From an optimization exercise on the open Yosys and OpenROAD flow, aimed at small area and a short achievable clock period; shortcuts taken in it are not production practice.
Where RTL was checked, it was by simulation tests only, not by an equivalence proof against the original.
For run 1, only the layout was checked, not whether the RTL still works.

<file path="design/flow/run.sh">
#!/bin/bash
# synth_recipe.tcl (not shown) runs the flow's synth.tcl, then flattens the netlist and writes it again
# the make line also repeats each setting of config.mk as NAME=value (left out here)
make -C /OpenROAD-flow-scripts/flow DESIGN_CONFIG=/design/flow/config.mk WORK_HOME=/design/flow/orfs CLKGATE_MAP_FILE= SYNTH_SCRIPT=/design/flow/synth_recipe.tcl finish
</file>
<file path="design/flow/config.mk">
export PLATFORM = sky130hd
export DESIGN_NAME = lk_acc_cell
export DESIGN_NICKNAME = lk_acc_cell
export VERILOG_FILES = /design/flow/design.v
export SDC_FILE = /design/flow/constraint.sdc
export NUM_CORES = 4
export LEC_CHECK = 0
export ABC_AREA = 1
export CAP_MARGIN = 20
export CORE_MARGIN = 2
export CORE_UTILIZATION = 40
export SETUP_SLACK_MARGIN = 4
export SLEW_MARGIN = 20
</file>
<file path="design/flow/constraint.sdc">
create_clock -name core_clock -period 22.0 [get_ports {clk}]
set_input_delay 4.4000 -clock core_clock [delete_from_list [all_inputs] [get_ports {clk}]]
set_output_delay 4.4000 -clock core_clock [all_outputs]
set_load 0.01 [all_outputs]
</file>
<file path="design/flow/design.v">
module lk_acc_cell (
    input  wire        clk,
    input  wire        rst,       
    input  wire [1:0]  op,        
    input  wire        fmt_a,     
    input  wire        fmt_b,
    input  wire [15:0] a,
    input  wire [15:0] b,
    output wire [39:0] acc,
    output reg  [31:0] f32
);
    localparam OP_NOP   = 2'd0;
    localparam OP_MAC   = 2'd1;
    localparam OP_FIRST = 2'd2;
    localparam OP_LOAD  = 2'd3;
    localparam [39:0] ACC_NAN = {1'b0, 8'hFF, 1'b1, 30'd0};
    localparam C_NORM = 2'd0;
    localparam C_ZERO = 2'd1;
    localparam C_INF  = 2'd2;
    localparam C_NAN  = 2'd3;
    wire        a_ez   = fmt_a ? (a[14:10] == 5'd0)  : (a[14:7] == 8'd0);
    wire        a_emax = fmt_a ? (a[14:10] == 5'h1F) : (a[14:7] == 8'hFF);
    wire        a_fz   = fmt_a ? (a[9:0] == 10'd0)   : (a[6:0] == 7'd0);
    wire [9:0]  a_fr   = fmt_a ? a[9:0] : {a[6:0], 3'b000};
    wire [10:0] a_sig  = {~a_ez, a_fr};
    wire [7:0]  a_ex   = fmt_a ? ({3'd0, a[14:10]} + 8'd112 + {7'd0, a_ez})
                               : (a[14:7] | {7'd0, a_ez});
    wire        b_ez   = fmt_b ? (b[14:10] == 5'd0)  : (b[14:7] == 8'd0);
    wire        b_emax = fmt_b ? (b[14:10] == 5'h1F) : (b[14:7] == 8'hFF);
    wire        b_fz   = fmt_b ? (b[9:0] == 10'd0)   : (b[6:0] == 7'd0);
    wire [9:0]  b_fr   = fmt_b ? b[9:0] : {b[6:0], 3'b000};
    wire [10:0] b_sig  = {~b_ez, b_fr};
    wire [7:0]  b_ex   = fmt_b ? ({3'd0, b[14:10]} + 8'd112 + {7'd0, b_ez})
                               : (b[14:7] | {7'd0, b_ez});
    wire a_nan  = a_emax & ~a_fz;
    wire a_inf  = a_emax & a_fz;
    wire a_zero = a_ez & a_fz;
    wire b_nan  = b_emax & ~b_fz;
    wire b_inf  = b_emax & b_fz;
    wire b_zero = b_ez & b_fz;
    reg [3:0] a_lz, b_lz;
    integer i;
    always @(*) begin
        a_lz = 4'd0;
        b_lz = 4'd0;
        for (i = 0; i < 10; i = i + 1) begin
            if (a_fr[i]) a_lz = 4'd10 - i[3:0];
            if (b_fr[i]) b_lz = 4'd10 - i[3:0];
        end
        if (!a_ez) a_lz = 4'd0;
        if (!b_ez) b_lz = 4'd0;
    end
    wire a_p2 = a_ez ? ($countones(a_fr) == 1) : a_fz;
    wire b_p2 = b_ez ? ($countones(b_fr) == 1) : b_fz;
    wire [21:0] m_r0, m_r1;
    mul11_tree u_mul (.a(a_sig), .b(b_sig), .r0(m_r0), .r1(m_r1));
    wire [21:0] m_prod;
    wire        m_co;
    add_pfx #(.N(22)) u_madd (.a(m_r0), .b(m_r1), .ci(1'b0), .s(m_prod), .co(m_co));
    wire [4:0]  m_l   = {1'b0, a_lz} + {1'b0, b_lz};
    wire [21:0] m_sh  = m_prod << m_l;
    wire        m_top = m_sh[21];
    wire [20:0] m_fr  = m_top ? m_sh[20:0] : {m_sh[19:0], 1'b0};
    wire signed [10:0] m_e0 = $signed({3'd0, a_ex}) + $signed({3'd0, b_ex})
                            - 11'sd127 - $signed({6'd0, m_l});
    wire signed [10:0] m_e  = m_e0 + $signed({10'd0, m_top});
    reg  [1:0]  p_cls_d;
    reg  [9:0]  p_exp_d;
    reg  [20:0] p_frac_d;
    always @(*) begin
        p_exp_d  = m_e[9:0];
        p_frac_d = m_fr;
        if (a_nan | b_nan | (a_inf & b_zero) | (b_inf & a_zero))
            p_cls_d = C_NAN;
        else if (a_inf | b_inf)
            p_cls_d = C_INF;
        else if (a_zero | b_zero)
            p_cls_d = C_ZERO;
        else if (m_e >= 11'sd255)
            p_cls_d = C_INF;                         
        else if (m_e < -11'sd30) begin
            if (m_e == -11'sd31 && !(a_p2 && b_p2)) begin
                p_cls_d  = C_NORM;
                p_exp_d  = -10'sd30;                 
                p_frac_d = 21'd0;
            end else
                p_cls_d = C_ZERO;
        end else
            p_cls_d = C_NORM;
    end
    reg        s1_first, s1_load;
    reg [1:0]  p_cls;
    reg [31:0] p_w;      
    always @(posedge clk) begin
        if (rst) begin
            s1_first <= 1'b0;
            s1_load  <= 1'b0;
            p_cls    <= C_ZERO;
            p_w[0]   <= 1'b1;
        end else begin
            s1_first <= (op == OP_FIRST);
            s1_load  <= (op == OP_LOAD);
            case (op)
                OP_NOP:  begin p_cls <= C_ZERO; p_w[0] <= 1'b1; end
                OP_LOAD: begin
                    p_cls  <= (a[14:7] == 8'hFF && {a[6:0], b} != 23'd0) ? C_NAN : C_NORM;
                    p_w[0] <= b[0];
                end
                default: begin p_cls <= p_cls_d; p_w[0] <= a[15] ^ b[15]; end
            endcase
        end
    end
    always @(posedge clk) begin
        if (op == OP_LOAD)
            p_w[31:1] <= {a, b[15:1]};
        else
            p_w[31:1] <= {p_exp_d, p_frac_d};
    end
    reg [39:0] acc_q;
    assign acc = acc_q;
    wire        p_s    = p_w[0];
    wire [9:0]  p_exp  = p_w[31:22];         
    wire [31:0] p_sig  = {1'b1, p_w[21:1], 10'd0};
    wire        p_nan  = (p_cls == C_NAN);
    wire        p_inf  = (p_cls == C_INF);
    wire        p_zero = (p_cls == C_ZERO);
    wire [39:0] x_raw  = s1_first ? 40'd0 : acc_q;
    wire        x_s    = x_raw[39];
    wire        x_ez   = (x_raw[38:31] == 8'd0);
    wire        x_emax = (x_raw[38:31] == 8'hFF);
    wire        x_fz   = (x_raw[30:0] == 31'd0);
    wire        x_nan  = x_emax & ~x_fz;
    wire        x_inf  = x_emax & x_fz;
    wire        x_zero = x_ez & x_fz;
    wire [7:0]  x_exp  = {x_raw[38:32], x_raw[31] | x_ez};
    wire [31:0] x_sig  = {~x_ez, x_raw[30:0]};
    wire [10:0] d_xp = {3'd0, x_exp} - {p_exp[9], p_exp};
    wire [10:0] d_px = {p_exp[9], p_exp} - {3'd0, x_exp};
    wire        e_eq = ({2'd0, x_exp} == p_exp);
    wire [21:0] cmp_s;
    wire        x_ge;
    add_pfx #(.N(22)) u_cmp (.a(x_sig[31:10]), .b(~p_sig[31:10]), .ci(1'b1), .s(cmp_s), .co(x_ge));
    wire        p_gt_e = d_xp[10];
    wire        x_big  = ~p_gt_e & (~e_eq | x_ge);
    wire [10:0] ad     = p_gt_e ? d_px : d_xp;
    wire        sat    = (ad[10:6] != 5'd0) || (ad[5:0] > 6'd35);
    wire [5:0]  sh     = ad[5:0];
    wire [7:0]  big_exp = p_gt_e ? p_exp[7:0] : x_exp;
    wire [31:0] big_sig = x_big ? x_sig : p_sig;
    wire [31:0] sml_sig = x_big ? p_sig : x_sig;
    wire        big_s   = x_big ? x_s : p_s;
    wire        eff_sub = x_s ^ p_s;
    wire [34:0] sml_sh = {sml_sig, 3'b000} >> sh;
    wire [34:0] sml_al = sat ? 35'd0 : sml_sh;
    reg         sml_st;
    integer k;
    always @(*) begin
        sml_st = 1'b0;
        for (k = 0; k < 32; k = k + 1)
            if (sat || sh >= k + 4) sml_st = sml_st | sml_sig[k];
    end
    wire [35:0] op_a = {1'b0, big_sig, 3'b000};
    wire [35:0] op_b = {1'b0, sml_al[34:1], sml_al[0] | sml_st} ^ {36{eff_sub}};
    wire [35:0] s_sum;
    wire        s_co;
    add_pfx #(.N(36)) u_add (.a(op_a), .b(op_b), .ci(eff_sub), .s(s_sum), .co(s_co));
    wire        s_neg = eff_sub & s_sum[35];
    wire        r_s   = big_s ^ s_neg;
    wire        s_z   = (s_sum == 36'd0);
    wire [35:0] lim = (big_exp <= 8'd35) ? (36'h8_0000_0000 >> big_exp) : 36'd0;
    wire [5:0]  nlz;
    lzc36 u_lzc (.x(s_sum | lim), .n(nlz));
    wire [5:0]  nsh   = {nlz[5:1], nlz[0] | s_neg};
    wire [35:0] n_mag = s_sum << nsh;
    wire [8:0]  n_exp = {1'b0, big_exp} + 9'd1 - {3'd0, nsh};
    wire [4:0]  n_lo  = n_mag[4:0] ^ {5{s_neg}};
    wire        up_p  = n_lo[3] & ((n_lo[2:0] != 3'd0) | n_lo[4]);
    wire        c4_n  = (n_lo[3:0] == 4'hF);
    wire        t3_n  = n_lo[3] ^ (n_lo[2:0] == 3'h7);
    wire        up_n  = c4_n | (t3_n & ((n_lo[2:0] != 3'h7) | n_lo[4]));
    wire        n_up  = s_neg ? up_n : up_p;
    wire [31:0] r_in  = n_mag[35:4] ^ {32{s_neg}};
    wire [31:0] r_sig;
    wire        r_co;
    inc_pfx #(.N(32)) u_rnd (.a(r_in), .ci(n_up), .s(r_sig), .co(r_co));
    wire [8:0]  r_exp = n_exp + {8'd0, r_co};
    wire        r_top = r_co | r_sig[31];
    reg [39:0] sum40;
    always @(*) begin
        if (s_z)
            sum40 = 40'd0;                                   
        else if (r_exp >= 9'd255)
            sum40 = {r_s, 8'hFF, 31'd0};                     
        else
            sum40 = {r_s, (r_top ? r_exp[7:0] : 8'd0), r_sig[30:0]};
    end
    reg [39:0] acc_d;
    always @(*) begin
        if (s1_load)
            acc_d = p_nan ? ACC_NAN : {p_w, 8'd0};
        else if (x_nan | p_nan | (x_inf & p_inf & (x_s != p_s)))
            acc_d = ACC_NAN;
        else if (x_inf)
            acc_d = x_raw;
        else if (p_inf)
            acc_d = {p_s, 8'hFF, 31'd0};
        else if (p_zero)
            acc_d = x_zero ? {x_s & p_s, 39'd0} : x_raw;
        else
            acc_d = sum40;
    end
    always @(posedge clk) begin
        if (rst)
            acc_q <= 40'd0;
        else
            acc_q <= acc_d;
    end
    wire        c_nan = (acc_q[38:31] == 8'hFF) && (acc_q[30:0] != 31'd0);
    wire        c_inf = (acc_q[38:31] == 8'hFF) && (acc_q[30:0] == 31'd0);
    wire        c_up  = acc_q[7] & ((acc_q[6:0] != 7'd0) | acc_q[8]);
    wire [31:0] c_cy;
    wire [30:0] c_mag;
    assign c_cy[0] = c_up;
    genvar gc;
    generate for (gc = 0; gc < 31; gc = gc + 1) begin : drn
        assign c_mag[gc]  = acc_q[8 + gc] ^ c_cy[gc];
        assign c_cy[gc+1] = acc_q[8 + gc] & c_cy[gc];
    end endgenerate
    always @(posedge clk) begin
        if (rst)
            f32 <= 32'd0;
        else if (c_nan)
            f32 <= 32'h7FC0_0000;
        else if (c_inf)
            f32 <= {acc_q[39], 8'hFF, 23'd0};
        else
            f32 <= {acc_q[39], c_mag};
    end
endmodule
module add_pfx #(parameter N = 36) (
    input  wire [N-1:0] a,
    input  wire [N-1:0] b,
    input  wire         ci,
    output wire [N-1:0] s,
    output wire         co
);
    localparam L = $clog2(N + 1);
    wire [N:0] g [0:2*L];
    wire [N:0] p [0:2*L];
    assign g[0] = {a & b, ci};
    assign p[0] = {a ^ b, 1'b0};
    genvar l, i;
    generate
        for (l = 0; l < L; l = l + 1) begin : up
            for (i = 0; i <= N; i = i + 1) begin : b
                if (((i + 1) % (2 << l)) == 0) begin : op
                    assign g[l+1][i] = g[l][i] | (p[l][i] & g[l][i-(1<<l)]);
                    assign p[l+1][i] = p[l][i] & p[l][i-(1<<l)];
                end else begin : pass
                    assign g[l+1][i] = g[l][i];
                    assign p[l+1][i] = p[l][i];
                end
            end
        end
        for (l = 0; l < L; l = l + 1) begin : dn
            localparam integer m = L - 1 - l;
            for (i = 0; i <= N; i = i + 1) begin : b
                if (m > 0 && ((i + 1) % (2 << (m-1))) == (1 << (m-1)) && i >= (2 << (m-1))) begin : op
                    assign g[L+l+1][i] = g[L+l][i] | (p[L+l][i] & g[L+l][i-(1<<(m-1))]);
                    assign p[L+l+1][i] = p[L+l][i] & p[L+l][i-(1<<(m-1))];
                end else begin : pass
                    assign g[L+l+1][i] = g[L+l][i];
                    assign p[L+l+1][i] = p[L+l][i];
                end
            end
        end
    endgenerate
    assign s  = p[0][N:1] ^ g[2*L][N-1:0];
    assign co = g[2*L][N];
endmodule
module inc_pfx #(parameter N = 32) (
    input  wire [N-1:0] a,
    input  wire         ci,
    output wire [N-1:0] s,
    output wire         co
);
    localparam L = $clog2(N + 1);
    wire [N:0] t [0:L];
    assign t[0] = {a, ci};
    genvar l, i;
    generate
        for (l = 0; l < L; l = l + 1) begin : lv
            for (i = 0; i <= N; i = i + 1) begin : b
                if ((i >> l) & 1) begin : op
                    assign t[l+1][i] = t[l][i] & t[l][((i >> l) << l) - 1];
                end else begin : pass
                    assign t[l+1][i] = t[l][i];
                end
            end
        end
    endgenerate
    assign s  = a ^ t[L][N-1:0];
    assign co = t[L][N];
endmodule
module lzc36 (
    input  wire [35:0] x,
    output wire [5:0]  n
);
    wire [63:0] w = {x, 1'b1, 27'd0};
    wire [31:0] v1; wire [31:0] z1;
    genvar i;
    generate for (i = 0; i < 32; i = i + 1) begin : l1
        assign v1[i] = w[2*i+1] | w[2*i];
        assign z1[i] = ~w[2*i+1];
    end endgenerate
    wire [15:0] v2; wire [31:0] z2;
    generate for (i = 0; i < 16; i = i + 1) begin : l2
        assign v2[i] = v1[2*i+1] | v1[2*i];
        assign z2[2*i+1] = ~v1[2*i+1];
        assign z2[2*i]   = v1[2*i+1] ? z1[2*i+1] : z1[2*i];
    end endgenerate
    wire [7:0] v3; wire [23:0] z3;
    generate for (i = 0; i < 8; i = i + 1) begin : l3
        assign v3[i] = v2[2*i+1] | v2[2*i];
        assign z3[3*i+2] = ~v2[2*i+1];
        assign z3[3*i+1:3*i] = v2[2*i+1] ? z2[4*i+3:4*i+2] : z2[4*i+1:4*i];
    end endgenerate
    wire [3:0] v4; wire [15:0] z4;
    generate for (i = 0; i < 4; i = i + 1) begin : l4
        assign v4[i] = v3[2*i+1] | v3[2*i];
        assign z4[4*i+3] = ~v3[2*i+1];
        assign z4[4*i+2:4*i] = v3[2*i+1] ? z3[6*i+5:6*i+3] : z3[6*i+2:6*i];
    end endgenerate
    wire [1:0] v5; wire [9:0] z5;
    generate for (i = 0; i < 2; i = i + 1) begin : l5
        assign v5[i] = v4[2*i+1] | v4[2*i];
        assign z5[5*i+4] = ~v4[2*i+1];
        assign z5[5*i+3:5*i] = v4[2*i+1] ? z4[8*i+7:8*i+4] : z4[8*i+3:8*i];
    end endgenerate
    assign n = {~v5[1], v5[1] ? z5[9:5] : z5[4:0]};
endmodule
module mul11_tree (input wire [10:0] a, input wire [10:0] b, output wire [21:0] r0, output wire [21:0] r1);
    wire [120:0] pp;
    genvar gi, gj;
    generate for (gi = 0; gi < 11; gi = gi + 1) begin : ppr
        for (gj = 0; gj < 11; gj = gj + 1) begin : ppc
            assign pp[gi*11+gj] = a[gi] & b[gj];
        end end endgenerate
    wire s1;
    wire c2;
    assign s1 = pp[9] ^ pp[19];
    assign c2 = pp[9] & pp[19];
    wire s3;
    wire c4;
    assign s3 = pp[10] ^ pp[20] ^ pp[30];
    assign c4 = (pp[10] & pp[20]) | (pp[10] & pp[30]) | (pp[20] & pp[30]);
    wire s5;
    wire c6;
    assign s5 = pp[40] ^ pp[50];
    assign c6 = pp[40] & pp[50];
    wire s7;
    wire c8;
    assign s7 = pp[21] ^ pp[31] ^ pp[41];
    assign c8 = (pp[21] & pp[31]) | (pp[21] & pp[41]) | (pp[31] & pp[41]);
    wire s9;
    wire c10;
    assign s9 = pp[51] ^ pp[61];
    assign c10 = pp[51] & pp[61];
    wire s11;
    wire c12;
    assign s11 = pp[32] ^ pp[42] ^ pp[52];
    assign c12 = (pp[32] & pp[42]) | (pp[32] & pp[52]) | (pp[42] & pp[52]);
    wire s13;
    wire c14;
    assign s13 = pp[6] ^ pp[16];
    assign c14 = pp[6] & pp[16];
    wire s15;
    wire c16;
    assign s15 = pp[7] ^ pp[17] ^ pp[27];
    assign c16 = (pp[7] & pp[17]) | (pp[7] & pp[27]) | (pp[17] & pp[27]);
    wire s17;
    wire c18;
    assign s17 = pp[37] ^ pp[47];
    assign c18 = pp[37] & pp[47];
    wire s19;
    wire c20;
    assign s19 = pp[8] ^ pp[18] ^ pp[28];
    assign c20 = (pp[8] & pp[18]) | (pp[8] & pp[28]) | (pp[18] & pp[28]);
    wire s21;
    wire c22;
    assign s21 = pp[38] ^ pp[48] ^ pp[58];
    assign c22 = (pp[38] & pp[48]) | (pp[38] & pp[58]) | (pp[48] & pp[58]);
    wire s23;
    wire c24;
    assign s23 = pp[68] ^ pp[78];
    assign c24 = pp[68] & pp[78];
    wire s25;
    wire c26;
    assign s25 = s1 ^ pp[29] ^ pp[39];
    assign c26 = (s1 & pp[29]) | (s1 & pp[39]) | (pp[29] & pp[39]);
    wire s27;
    wire c28;
    assign s27 = pp[49] ^ pp[59] ^ pp[69];
    assign c28 = (pp[49] & pp[59]) | (pp[49] & pp[69]) | (pp[59] & pp[69]);
    wire s29;
    wire c30;
    assign s29 = pp[79] ^ pp[89] ^ pp[99];
    assign c30 = (pp[79] & pp[89]) | (pp[79] & pp[99]) | (pp[89] & pp[99]);
    wire s31;
    wire c32;
    assign s31 = c2 ^ s3 ^ s5;
    assign c32 = (c2 & s3) | (c2 & s5) | (s3 & s5);
    wire s33;
    wire c34;
    assign s33 = pp[60] ^ pp[70] ^ pp[80];
    assign c34 = (pp[60] & pp[70]) | (pp[60] & pp[80]) | (pp[70] & pp[80]);
    wire s35;
    wire c36;
    assign s35 = pp[90] ^ pp[100] ^ pp[110];
    assign c36 = (pp[90] & pp[100]) | (pp[90] & pp[110]) | (pp[100] & pp[110]);
    wire s37;
    wire c38;
    assign s37 = c4 ^ c6 ^ s7;
    assign c38 = (c4 & c6) | (c4 & s7) | (c6 & s7);
    wire s39;
    wire c40;
    assign s39 = s9 ^ pp[71] ^ pp[81];
    assign c40 = (s9 & pp[71]) | (s9 & pp[81]) | (pp[71] & pp[81]);
    wire s41;
    wire c42;
    assign s41 = pp[91] ^ pp[101] ^ pp[111];
    assign c42 = (pp[91] & pp[101]) | (pp[91] & pp[111]) | (pp[101] & pp[111]);
    wire s43;
    wire c44;
    assign s43 = c8 ^ c10 ^ s11;
    assign c44 = (c8 & c10) | (c8 & s11) | (c10 & s11);
    wire s45;
    wire c46;
    assign s45 = pp[62] ^ pp[72] ^ pp[82];
    assign c46 = (pp[62] & pp[72]) | (pp[62] & pp[82]) | (pp[72] & pp[82]);
    wire s47;
    wire c48;
    assign s47 = pp[92] ^ pp[102] ^ pp[112];
    assign c48 = (pp[92] & pp[102]) | (pp[92] & pp[112]) | (pp[102] & pp[112]);
    wire s49;
    wire c50;
    assign s49 = c12 ^ pp[43] ^ pp[53];
    assign c50 = (c12 & pp[43]) | (c12 & pp[53]) | (pp[43] & pp[53]);
    wire s51;
    wire c52;
    assign s51 = pp[63] ^ pp[73] ^ pp[83];
    assign c52 = (pp[63] & pp[73]) | (pp[63] & pp[83]) | (pp[73] & pp[83]);
    wire s53;
    wire c54;
    assign s53 = pp[93] ^ pp[103] ^ pp[113];
    assign c54 = (pp[93] & pp[103]) | (pp[93] & pp[113]) | (pp[103] & pp[113]);
    wire s55;
    wire c56;
    assign s55 = pp[54] ^ pp[64] ^ pp[74];
    assign c56 = (pp[54] & pp[64]) | (pp[54] & pp[74]) | (pp[64] & pp[74]);
    wire s57;
    wire c58;
    assign s57 = pp[84] ^ pp[94] ^ pp[104];
    assign c58 = (pp[84] & pp[94]) | (pp[84] & pp[104]) | (pp[94] & pp[104]);
    wire s59;
    wire c60;
    assign s59 = pp[65] ^ pp[75] ^ pp[85];
    assign c60 = (pp[65] & pp[75]) | (pp[65] & pp[85]) | (pp[75] & pp[85]);
    wire s61;
    wire c62;
    assign s61 = pp[4] ^ pp[14];
    assign c62 = pp[4] & pp[14];
    wire s63;
    wire c64;
    assign s63 = pp[5] ^ pp[15] ^ pp[25];
    assign c64 = (pp[5] & pp[15]) | (pp[5] & pp[25]) | (pp[15] & pp[25]);
    wire s65;
    wire c66;
    assign s65 = pp[35] ^ pp[45];
    assign c66 = pp[35] & pp[45];
    wire s67;
    wire c68;
    assign s67 = s13 ^ pp[26] ^ pp[36];
    assign c68 = (s13 & pp[26]) | (s13 & pp[36]) | (pp[26] & pp[36]);
    wire s69;
    wire c70;
    assign s69 = pp[46] ^ pp[56] ^ pp[66];
    assign c70 = (pp[46] & pp[56]) | (pp[46] & pp[66]) | (pp[56] & pp[66]);
    wire s71;
    wire c72;
    assign s71 = c14 ^ s15 ^ s17;
    assign c72 = (c14 & s15) | (c14 & s17) | (s15 & s17);
    wire s73;
    wire c74;
    assign s73 = pp[57] ^ pp[67] ^ pp[77];
    assign c74 = (pp[57] & pp[67]) | (pp[57] & pp[77]) | (pp[67] & pp[77]);
    wire s75;
    wire c76;
    assign s75 = c16 ^ c18 ^ s19;
    assign c76 = (c16 & c18) | (c16 & s19) | (c18 & s19);
    wire s77;
    wire c78;
    assign s77 = s21 ^ s23 ^ pp[88];
    assign c78 = (s21 & s23) | (s21 & pp[88]) | (s23 & pp[88]);
    wire s79;
    wire c80;
    assign s79 = c20 ^ c22 ^ c24;
    assign c80 = (c20 & c22) | (c20 & c24) | (c22 & c24);
    wire s81;
    wire c82;
    assign s81 = s25 ^ s27 ^ s29;
    assign c82 = (s25 & s27) | (s25 & s29) | (s27 & s29);
    wire s83;
    wire c84;
    assign s83 = c26 ^ c28 ^ c30;
    assign c84 = (c26 & c28) | (c26 & c30) | (c28 & c30);
    wire s85;
    wire c86;
    assign s85 = s31 ^ s33 ^ s35;
    assign c86 = (s31 & s33) | (s31 & s35) | (s33 & s35);
    wire s87;
    wire c88;
    assign s87 = c32 ^ c34 ^ c36;
    assign c88 = (c32 & c34) | (c32 & c36) | (c34 & c36);
    wire s89;
    wire c90;
    assign s89 = s37 ^ s39 ^ s41;
    assign c90 = (s37 & s39) | (s37 & s41) | (s39 & s41);
    wire s91;
    wire c92;
    assign s91 = c38 ^ c40 ^ c42;
    assign c92 = (c38 & c40) | (c38 & c42) | (c40 & c42);
    wire s93;
    wire c94;
    assign s93 = s43 ^ s45 ^ s47;
    assign c94 = (s43 & s45) | (s43 & s47) | (s45 & s47);
    wire s95;
    wire c96;
    assign s95 = c44 ^ c46 ^ c48;
    assign c96 = (c44 & c46) | (c44 & c48) | (c46 & c48);
    wire s97;
    wire c98;
    assign s97 = s49 ^ s51 ^ s53;
    assign c98 = (s49 & s51) | (s49 & s53) | (s51 & s53);
    wire s99;
    wire c100;
    assign s99 = c50 ^ c52 ^ c54;
    assign c100 = (c50 & c52) | (c50 & c54) | (c52 & c54);
    wire s101;
    wire c102;
    assign s101 = s55 ^ s57 ^ pp[114];
    assign c102 = (s55 & s57) | (s55 & pp[114]) | (s57 & pp[114]);
    wire s103;
    wire c104;
    assign s103 = c56 ^ c58 ^ s59;
    assign c104 = (c56 & c58) | (c56 & s59) | (c58 & s59);
    wire s105;
    wire c106;
    assign s105 = pp[95] ^ pp[105] ^ pp[115];
    assign c106 = (pp[95] & pp[105]) | (pp[95] & pp[115]) | (pp[105] & pp[115]);
    wire s107;
    wire c108;
    assign s107 = c60 ^ pp[76] ^ pp[86];
    assign c108 = (c60 & pp[76]) | (c60 & pp[86]) | (pp[76] & pp[86]);
    wire s109;
    wire c110;
    assign s109 = pp[96] ^ pp[106] ^ pp[116];
    assign c110 = (pp[96] & pp[106]) | (pp[96] & pp[116]) | (pp[106] & pp[116]);
    wire s111;
    wire c112;
    assign s111 = pp[87] ^ pp[97] ^ pp[107];
    assign c112 = (pp[87] & pp[97]) | (pp[87] & pp[107]) | (pp[97] & pp[107]);
    wire s113;
    wire c114;
    assign s113 = pp[3] ^ pp[13];
    assign c114 = pp[3] & pp[13];
    wire s115;
    wire c116;
    assign s115 = s61 ^ pp[24] ^ pp[34];
    assign c116 = (s61 & pp[24]) | (s61 & pp[34]) | (pp[24] & pp[34]);
    wire s117;
    wire c118;
    assign s117 = c62 ^ s63 ^ s65;
    assign c118 = (c62 & s63) | (c62 & s65) | (s63 & s65);
    wire s119;
    wire c120;
    assign s119 = c64 ^ c66 ^ s67;
    assign c120 = (c64 & c66) | (c64 & s67) | (c66 & s67);
    wire s121;
    wire c122;
    assign s121 = c68 ^ c70 ^ s71;
    assign c122 = (c68 & c70) | (c68 & s71) | (c70 & s71);
    wire s123;
    wire c124;
    assign s123 = c72 ^ c74 ^ s75;
    assign c124 = (c72 & c74) | (c72 & s75) | (c74 & s75);
    wire s125;
    wire c126;
    assign s125 = c76 ^ c78 ^ s79;
    assign c126 = (c76 & c78) | (c76 & s79) | (c78 & s79);
    wire s127;
    wire c128;
    assign s127 = c80 ^ c82 ^ s83;
    assign c128 = (c80 & c82) | (c80 & s83) | (c82 & s83);
    wire s129;
    wire c130;
    assign s129 = c84 ^ c86 ^ s87;
    assign c130 = (c84 & c86) | (c84 & s87) | (c86 & s87);
    wire s131;
    wire c132;
    assign s131 = c88 ^ c90 ^ s91;
    assign c132 = (c88 & c90) | (c88 & s91) | (c90 & s91);
    wire s133;
    wire c134;
    assign s133 = c92 ^ c94 ^ s95;
    assign c134 = (c92 & c94) | (c92 & s95) | (c94 & s95);
    wire s135;
    wire c136;
    assign s135 = c96 ^ c98 ^ s99;
    assign c136 = (c96 & c98) | (c96 & s99) | (c98 & s99);
    wire s137;
    wire c138;
    assign s137 = c100 ^ c102 ^ s103;
    assign c138 = (c100 & c102) | (c100 & s103) | (c102 & s103);
    wire s139;
    wire c140;
    assign s139 = c104 ^ c106 ^ s107;
    assign c140 = (c104 & c106) | (c104 & s107) | (c106 & s107);
    wire s141;
    wire c142;
    assign s141 = c108 ^ c110 ^ s111;
    assign c142 = (c108 & c110) | (c108 & s111) | (c110 & s111);
    wire s143;
    wire c144;
    assign s143 = c112 ^ pp[98] ^ pp[108];
    assign c144 = (c112 & pp[98]) | (c112 & pp[108]) | (pp[98] & pp[108]);
    wire s145;
    wire c146;
    assign s145 = pp[2] ^ pp[12];
    assign c146 = pp[2] & pp[12];
    wire s147;
    wire c148;
    assign s147 = s113 ^ pp[23] ^ pp[33];
    assign c148 = (s113 & pp[23]) | (s113 & pp[33]) | (pp[23] & pp[33]);
    wire s149;
    wire c150;
    assign s149 = c114 ^ s115 ^ pp[44];
    assign c150 = (c114 & s115) | (c114 & pp[44]) | (s115 & pp[44]);
    wire s151;
    wire c152;
    assign s151 = c116 ^ s117 ^ pp[55];
    assign c152 = (c116 & s117) | (c116 & pp[55]) | (s117 & pp[55]);
    wire s153;
    wire c154;
    assign s153 = c118 ^ s119 ^ s69;
    assign c154 = (c118 & s119) | (c118 & s69) | (s119 & s69);
    wire s155;
    wire c156;
    assign s155 = c120 ^ s121 ^ s73;
    assign c156 = (c120 & s121) | (c120 & s73) | (s121 & s73);
    wire s157;
    wire c158;
    assign s157 = c122 ^ s123 ^ s77;
    assign c158 = (c122 & s123) | (c122 & s77) | (s123 & s77);
    wire s159;
    wire c160;
    assign s159 = c124 ^ s125 ^ s81;
    assign c160 = (c124 & s125) | (c124 & s81) | (s125 & s81);
    wire s161;
    wire c162;
    assign s161 = c126 ^ s127 ^ s85;
    assign c162 = (c126 & s127) | (c126 & s85) | (s127 & s85);
    wire s163;
    wire c164;
    assign s163 = c128 ^ s129 ^ s89;
    assign c164 = (c128 & s129) | (c128 & s89) | (s129 & s89);
    wire s165;
    wire c166;
    assign s165 = c130 ^ s131 ^ s93;
    assign c166 = (c130 & s131) | (c130 & s93) | (s131 & s93);
    wire s167;
    wire c168;
    assign s167 = c132 ^ s133 ^ s97;
    assign c168 = (c132 & s133) | (c132 & s97) | (s133 & s97);
    wire s169;
    wire c170;
    assign s169 = c134 ^ s135 ^ s101;
    assign c170 = (c134 & s135) | (c134 & s101) | (s135 & s101);
    wire s171;
    wire c172;
    assign s171 = c136 ^ s137 ^ s105;
    assign c172 = (c136 & s137) | (c136 & s105) | (s137 & s105);
    wire s173;
    wire c174;
    assign s173 = c138 ^ s139 ^ s109;
    assign c174 = (c138 & s139) | (c138 & s109) | (s139 & s109);
    wire s175;
    wire c176;
    assign s175 = c140 ^ s141 ^ pp[117];
    assign c176 = (c140 & s141) | (c140 & pp[117]) | (s141 & pp[117]);
    wire s177;
    wire c178;
    assign s177 = c142 ^ s143 ^ pp[118];
    assign c178 = (c142 & s143) | (c142 & pp[118]) | (s143 & pp[118]);
    wire s179;
    wire c180;
    assign s179 = c144 ^ pp[109] ^ pp[119];
    assign c180 = (c144 & pp[109]) | (c144 & pp[119]) | (pp[109] & pp[119]);
    assign r0 = {1'b0, c180, c178, c176, c174, c172, c170, c168, c166, c164, c162, c160, c158, c156, c154, c152, c150, c148, c146, s145, pp[1], pp[0]};
    assign r1 = {1'b0, pp[120], s179, s177, s175, s173, s171, s169, s167, s165, s163, s161, s159, s157, s155, s153, s151, s149, s147, pp[22], pp[11], 1'b0};
endmodule
</file>
==> results of run 1 <==
[metrics by stage]
| stage | utilization, % | hold slack, ns |
|---|---|---|
| 6_report | 44.41 | 0.5370 |
| 5_1_grt | 44.41 | 0.5861 |
| 4_1_cts | 43.95 | 0.5318 |
| 3_5_place_dp | 43.35 | 0.5197 |
| 3_3_place_gp | 43.35 | 0.5216 |
| 2_1_floorplan | - | 0.4584 |
[worst min-delay path, stage by stage, from the launching register on]
cell     delay (ns)
dfxtp_1        0.36
nand2_1        0.08
a21oi_1        0.06
[Yosys cell counts, types with 14 or more instances]
library cell  count
a21oi_1         170
a31oi_1          28
buf_1            18
buf_2            21
clkbuf_1        103
dfxtp_1         108
fa_1            125
ha_1            196
inv_1           555
inv_2            27
nand2_1         796
nand3_1         223
nand4_1          68
nor2_1          360
nor2_2           14
nor3_1           38
nor4_1           28
o211ai_1         28
o21ai_0         280
o21ai_1          76
o22ai_1          23
xnor2_1          24
xor2_1           87
[placed cells by master, fill, tap and decap left out, types with 11 or more instances in the layout]
cell type and n:
nor2_2 17, inv_1 553, xnor2_1 23, o21ai_2 13, clkdlybuf4s50_1 108, o21ai_1 79, fa_1 125, nor2_1 355
dfxtp_1 108, nand3_1 223, nand2_2 13, o211ai_1 28, nor3_1 38, or2_2 11, inv_2 24, a21o_1 13
a31oi_1 28, ha_1 196, o22ai_1 23, a21oi_1 170, o21ai_0 276, nand4_1 68, buf_4 45, and2_1 13
xor2_1 87, o2111ai_1 11, nand2_1 793, nor4_1 27
[layout make-up]
type	count	area [µm²]
clock buffers	9	225.2
fillers	6021	30620
multi-input cells	2772	17350
well taps	748	935.9
flip-flops and latches	108	2162
clock inverters	7	93.84
repair buffers	156	1459
inverters	592	2242
[registers in the layout (all words and copies together) (netlist names)]
signal,count
acc_q,40
p_w,32
s1_first,1
s1_load,1
f32,32
p_cls,2
[metal layers]
layer  wire length, µm  GRT usage (%)  share of wire, %
met5                 0              0                 0
met4              4467          14.10               5.0
met3              6674          3.467               7.4
met2             41130          51.16                46
met1             37540          39.88                42
[timing repair]
action | CTS | global route
hold buffers | 0 | 0
pin swaps | 0 | 7
cloned | 0 | 4
gates resized for setup | 3 | 27
hold endpoints to repair | 0 | 0
buffers inserted | 0 | 13
setup endpoints to repair | 28 | 39
[cells by family after synthesis]
kind of cell    count (synthesis)  share of synthesized area (%)
fa+ha+maj                     321                          22.20
simple gates                 1597                          30.97
xor+xnor                      112                          4.429
compound gates                733                          19.27
buf+inv                       749                          13.22
flops                         108                          9.687
mux                             5                         0.2242
[worst paths after layout]
path | endpoint | slack, ns | depth (start not counted)
worst max-delay path | acc_q[16] | 5.53 | 101
worst min-delay path | acc_q[13] | 0.54 | 2
worst max register to register | acc_q[16] | 5.53 | 101
worst min register to register | acc_q[13] | 0.54 | 2
==> results.cfg, run 1 <==
[run_status]
status = timing/DRC/antenna clean

[timing]
hold_violations = 0
post-route-min-period_ns = 16.47
fin_tns_setup_ns = 0
rsz0062_at_grt = no
max_freq_mhz = 60.71
setup_viol = 0
drv_slew = 0
slew_headroom_pct = 32.52
finClkSkew_ns = 0.02148
final.setup.worst_slack_ns = 5.527
worst_pin_slew_ns = 1.004
layout_worst_path_cycle_share_pct = 74.88

[finish]
drive_gt1_share_pct = 5.653
fin_cells = 4392
diodes = 0
final_area_mm2 = 0.02447
nNetsFinal = 3998
synthToLayoutAreaGrowth_pct = 9.625

[placed_design]
post-place-cells = 4359
gp_congestion = 1.005
post-dp-hpwl_um = 73080
io_buffers = 109
post_dp_cell_area_mm2 = 0.02388
place_ws_ns = 3.370

[setup_path]
path_common_cell = nand2_1
worstSetupPathType = reg -> reg
worstSetupStartpointType = register
critical-path-top-delay-family = simple AND/OR/NAND/NOR gates
worst_path_max_delay_cell = fa_1
max_stage_delay_ns = 0.39
required_ns = 22.31
path_max_fanout = 40
cp.arrival_ns = 16.78
rr_startpoint = s1_first
cp-startpoint = s1_first
worst-path-buf-inv = 16
endpoint_kind = register

[clock_network]
clkTransAtPathRegs_ns = 0.09
cts_sinks = 108
clock_path_buffers = 2
cts_buffers = 9
insertion_delay_ns = 0.40
root_buffer = clkbuf_16
cts_tree = yes
htree_num_levels = 3

[global_routing]
grt_overflow_total = 0
grt_pass1_vias = 23110
grt_pass1_wl_um = 135200
grt_max_degree = 89
grt_usage_pct = 30.75
antenna_found_initial = 0

[routing]
wl_um = 89810
drtPass1Iterations = 6
drtAntennaViolNets = 0
wl_per_cell_um = 20.45
drt-vias-per-instance = 5.608
drcViolationCount = 0
drtIter0Drc = 2295
via_count = 24630

[synthesis]
syn_avg_cell_area_um2 = 6.157
synth_seq_cells = 108
ys_seq_area_share_pct = 9.687
synth_area_mm2 = 0.02232
syn-num-nets = 3984
yosysUniqueCellTypes = 73
synthArstFlopShare_pct = 0
yosys.area.top_type = nand2_1
synth.top_cells.by_area = nand2_1 (13%), fa_1 (11%), ha_1 (11%)
postSynthCellCount = 3625
synth_edf_count = 0
ys_warn_count = 4
synth_ff_type = dfxtp_1
synth_top_area_share_pct = 13.39

[die]
start_util_pct = 40.51
die_area_mm2 = 0.05771
core_area_mm2 = 0.05509
row_count = 86
design.portCount = 110
die_x_um = 240.2
die_h_um = 240.2

[worst_hold_path]
worstHoldStart = p_w[5]
hold_path.class = reg -> reg

[flow_run]
cap_violations = 0
==> run 2, diff against run 1 <==
--- a/design/flow/design.v
+++ b/design/flow/design.v
@@ -50,13 +50,13 @@
         if (!a_ez) a_lz = 4'd0;
         if (!b_ez) b_lz = 4'd0;
     end
-    wire a_p2 = a_ez ? ($countones(a_fr) == 1) : a_fz;
-    wire b_p2 = b_ez ? ($countones(b_fr) == 1) : b_fz;
+    wire a_p2 = a_ez ? ((a_fr & (a_fr - 10'd1)) == 10'd0) : a_fz;
+    wire b_p2 = b_ez ? ((b_fr & (b_fr - 10'd1)) == 10'd0) : b_fz;
     wire [21:0] m_r0, m_r1;
     mul11_tree u_mul (.a(a_sig), .b(b_sig), .r0(m_r0), .r1(m_r1));
     wire [21:0] m_prod;
     wire        m_co;
-    add_pfx #(.N(22)) u_madd (.a(m_r0), .b(m_r1), .ci(1'b0), .s(m_prod), .co(m_co));
+    add_pfx #(.N(22), .L(5)) u_madd (.a(m_r0), .b(m_r1), .ci(1'b0), .s(m_prod), .co(m_co));
     wire [4:0]  m_l   = {1'b0, a_lz} + {1'b0, b_lz};
     wire [21:0] m_sh  = m_prod << m_l;
     wire        m_top = m_sh[21];
@@ -139,7 +139,7 @@
     wire        e_eq = ({2'd0, x_exp} == p_exp);
     wire [21:0] cmp_s;
     wire        x_ge;
-    add_pfx #(.N(22)) u_cmp (.a(x_sig[31:10]), .b(~p_sig[31:10]), .ci(1'b1), .s(cmp_s), .co(x_ge));
+    add_pfx #(.N(22), .L(5)) u_cmp (.a(x_sig[31:10]), .b(~p_sig[31:10]), .ci(1'b1), .s(cmp_s), .co(x_ge));
     wire        p_gt_e = d_xp[10];
     wire        x_big  = ~p_gt_e & (~e_eq | x_ge);
     wire [10:0] ad     = p_gt_e ? d_px : d_xp;
@@ -163,7 +163,7 @@
     wire [35:0] op_b = {1'b0, sml_al[34:1], sml_al[0] | sml_st} ^ {36{eff_sub}};
     wire [35:0] s_sum;
     wire        s_co;
-    add_pfx #(.N(36)) u_add (.a(op_a), .b(op_b), .ci(eff_sub), .s(s_sum), .co(s_co));
+    add_pfx #(.N(36), .L(6)) u_add (.a(op_a), .b(op_b), .ci(eff_sub), .s(s_sum), .co(s_co));
     wire        s_neg = eff_sub & s_sum[35];
     wire        r_s   = big_s ^ s_neg;
     wire        s_z   = (s_sum == 36'd0);
@@ -182,7 +182,7 @@
     wire [31:0] r_in  = n_mag[35:4] ^ {32{s_neg}};
     wire [31:0] r_sig;
     wire        r_co;
-    inc_pfx #(.N(32)) u_rnd (.a(r_in), .ci(n_up), .s(r_sig), .co(r_co));
+    inc_pfx #(.N(32), .L(6)) u_rnd (.a(r_in), .ci(n_up), .s(r_sig), .co(r_co));
     wire [8:0]  r_exp = n_exp + {8'd0, r_co};
     wire        r_top = r_co | r_sig[31];
     reg [39:0] sum40;
@@ -237,14 +237,13 @@
             f32 <= {acc_q[39], c_mag};
     end
 endmodule
-module add_pfx #(parameter N = 36) (
+module add_pfx #(parameter N = 36, parameter L = 6) (    
     input  wire [N-1:0] a,
     input  wire [N-1:0] b,
     input  wire         ci,
     output wire [N-1:0] s,
     output wire         co
 );
-    localparam L = $clog2(N + 1);
     wire [N:0] g [0:2*L];
     wire [N:0] p [0:2*L];
     assign g[0] = {a & b, ci};
@@ -278,13 +277,12 @@
     assign s  = p[0][N:1] ^ g[2*L][N-1:0];
     assign co = g[2*L][N];
 endmodule
-module inc_pfx #(parameter N = 32) (
+module inc_pfx #(parameter N = 32, parameter L = 6) (    
     input  wire [N-1:0] a,
     input  wire         ci,
     output wire [N-1:0] s,
     output wire         co
 );
-    localparam L = $clog2(N + 1);
     wire [N:0] t [0:L];
     assign t[0] = {a, ci};
     genvar l, i;
--- a/design/flow/config.mk
+++ b/design/flow/config.mk
@@ -9,5 +9,4 @@
 export CAP_MARGIN = 20
 export CORE_MARGIN = 2
 export CORE_UTILIZATION = 40
-export SETUP_SLACK_MARGIN = 4
 export SLEW_MARGIN = 20
==> run 2 against run 1 <==
Net effect:
- routed wire length decreased by 3.9%
- clock skew down 0.0034 ns
- cell area decreased by 3.4%
- critical path type unchanged
- critical endpoint is now acc_q[10]
==> results.cfg, run 2 <==
[synthesis]
yosysUniqueCellTypes = 74
synth_seq_cells = 108
ys_warn_count = 4
synth_ff_type = dfxtp_1
syn-num-nets = 3914
synthArstFlopShare_pct = 0
ys_seq_area_share_pct = 9.886
synth_top_area_share_pct = 13.83
yosysMostFrequentCell = nand2_1
syn_avg_cell_area_um2 = 6.124
yosys-top-cells-count = nand2_1 (806), inv_1 (516), nor2_1 (336)
postSynthCellCount = 3571
yosys.area.top_type = nand2_1
synth_edf_count = 0
synth_area_mm2 = 0.02187
synth.top_cells.by_area = nand2_1 (14%), ha_1 (11%), fa_1 (10%)

[clock_network]
root_buffer = clkbuf_16
cts_buffers = 9
insertion_delay_ns = 0.38
cts_sinks = 108
htree_num_levels = 3
clkTransAtPathRegs_ns = 0.09
post_cts_resized = 0
hold_buffers = 0
post_cts_buffers = 0
cts_tree = yes
clock_path_buffers = 2

[finish]
drive_gt1_share_pct = 4.423
nNetsFinal = 3910
largest_register = acc_q
mostFrequentLayoutCell = nand2_1
synthToLayoutAreaGrowth_pct = 8.112
diodes = 0
top_regs = acc_q (40), f32 (32), p_w (32)
largest_reg_flops = 40
final_cell_mix = nand2_1 (806), inv_1 (516), nor2_1 (335), o21ai_0 (282), nand3_1 (254)

[setup_path]
worst_path_max_delay_cell = dfxtp_1
critical-path-top-delay-family = simple AND/OR/NAND/NOR gates
max_stage_delay_ns = 0.91
worst-path-buf-inv = 12
path_common_cell = nand2_1
worstSetupStartpointType = register
path_max_fanout = 54
endpoint_kind = register
cp.arrival_ns = 19.77
worstSetupPathType = reg -> reg
required_ns = 22.31

[timing]
post-route-min-period_ns = 19.46
slew_headroom_pct = 25.53
rsz0062_at_grt = no
max_freq_mhz = 51.38
drv_slew = 0
setup_viol = 0
worst_pin_slew_ns = 1.114
hold_violations = 0
final.setup.worst_slack_ns = 2.539
layout_worst_path_cycle_share_pct = 88.46
fin_tns_setup_ns = 0
finClkSkew_ns = 0.01807

[placed_design]
gp_congestion = 1.002
io_buffers = 109
place_ws_ns = 2.954
post-dp-hpwl_um = 70710

[die]
design.portCount = 110
start_util_pct = 40.56
core_area_mm2 = 0.05392
die_x_um = 237.8
row_count = 85
die_area_mm2 = 0.05656
die_h_um = 237.8

[global_routing]
grt_pass1_vias = 22460
antenna_found_initial = 0
grt_max_degree = 85
grt_usage_pct = 30.02
grt_overflow_total = 0
grt_pass1_wl_um = 132200

[routing]
drtIter0Drc = 2630
wl_um = 86290
drcViolationCount = 0
drt-vias-per-instance = 5.666
drtPass1Iterations = 6
wl_per_cell_um = 20.22
via_count = 24180
drtAntennaViolNets = 0

[worst_hold_path]
hold_path.class = reg -> reg

[run_status]
status = timing/DRC/antenna clean

[flow_run]
cap_violations = 0
==> run 2: cell type report <==
type                            instances  area (µm²)
Tap cell                              696       870.8
Fill cell                            5882       30280
Timing Repair Buffer                  148        1384
Clock inverter                          7       66.31
Multi-Input combinational cell       2750       16870
Sequential cell                       108        2162
Clock buffer                            9       225.2
Inverter                              550        2067
==> run 2: cells by family after synthesis <==
| family | share of synthesized area (%) |
|---|---|
| AND/OR/NAND/NOR | 31.88 |
| AO/OA/AOI/OAI | 19.01 |
| buffers and inverters | 12.99 |
| adder cells (fa/ha/maj) | 21.33 |
| XOR/XNOR | 4.445 |
| flip-flops | 9.886 |
| multiplexers | 0.4577 |
==> run 2: worst paths after layout <==
| check | startpoint | endpoint | slack [ns] | depth (start not counted) |
|---|---|---|---|---|
| worst max-delay path | s1_first | acc_q[10] | 2.54 | 104 |
| worst min register to register | p_w[5] | acc_q[13] | 0.55 | 2 |
| worst min-delay path | p_w[5] | acc_q[13] | 0.55 | 2 |
| worst max register to register | s1_first | acc_q[10] | 2.54 | 104 |
==> run 2: worst register-to-register path, delay by kind of cell (launching register included) <==
| family | cells | cell delay, ns |
|---|---|---|
| flops | 1 | 0.91 |
| simple gates | 50 | 8.36 |
| compound gates | 33 | 6.03 |
| buf+inv | 12 | 1.78 |
| xor+xnor | 2 | 0.65 |
| fa+ha+maj | 7 | 1.68 |
==> run 2: layer usage <==
metal | wire, µm | GRT usage, % | share of wire [%]
met3 | 6707 | 4.500 | 7.8
met1 | 37180 | 40.09 | 43
met4 | 3550 | 11.30 | 4.1
met5 | 0 | 0 | 0
met2 | 38850 | 48.89 | 45
==> run 2: stage by stage <==
step / hold slack (ns) / instance area (µm²) / std cells / utilization [%]
4_1_cts: 0.5355 / 23640 / 4268 / 43.85
5_1_grt: 0.5506 / 23640 / 4268 / 43.85
6_report: 0.5452 / 23640 / 4268 / 43.85
2_1_floorplan: 0.4573 / 21870 / 3571 / -
3_5_place_dp: 0.5277 / 23350 / 4252 / 43.31
3_3_place_gp: 0.5230 / 23350 / 4252 / 43.31

afterwards: timing with drivers on the ports:
Ports are ideal in the flow. The routed layouts listed here were re-timed in OpenROAD.
Step 1 sets driving cells, clkbuf_16 on the clock port and buf_2 on the other inputs (assumed; they add their load-dependent delay and slew).
Step 2 also shifts input and output timing later by t, the mid clock arrival at the registers, as if the neighbouring blocks saw the same clock.
a / b / c = ideal ports / drivers / drivers and shift; a / b = the first two.
| run | t, ns | setup WS [ns] | worst setup path at the end |
|---|---|---|---|
| run 1 | 0.445 | 5.527 / 5.527 / 5.527 | register to register |
| run 2 | 0.424 | 2.539 / 2.539 / 2.539 | register to register |
After both steps every run listed still meets setup and hold.
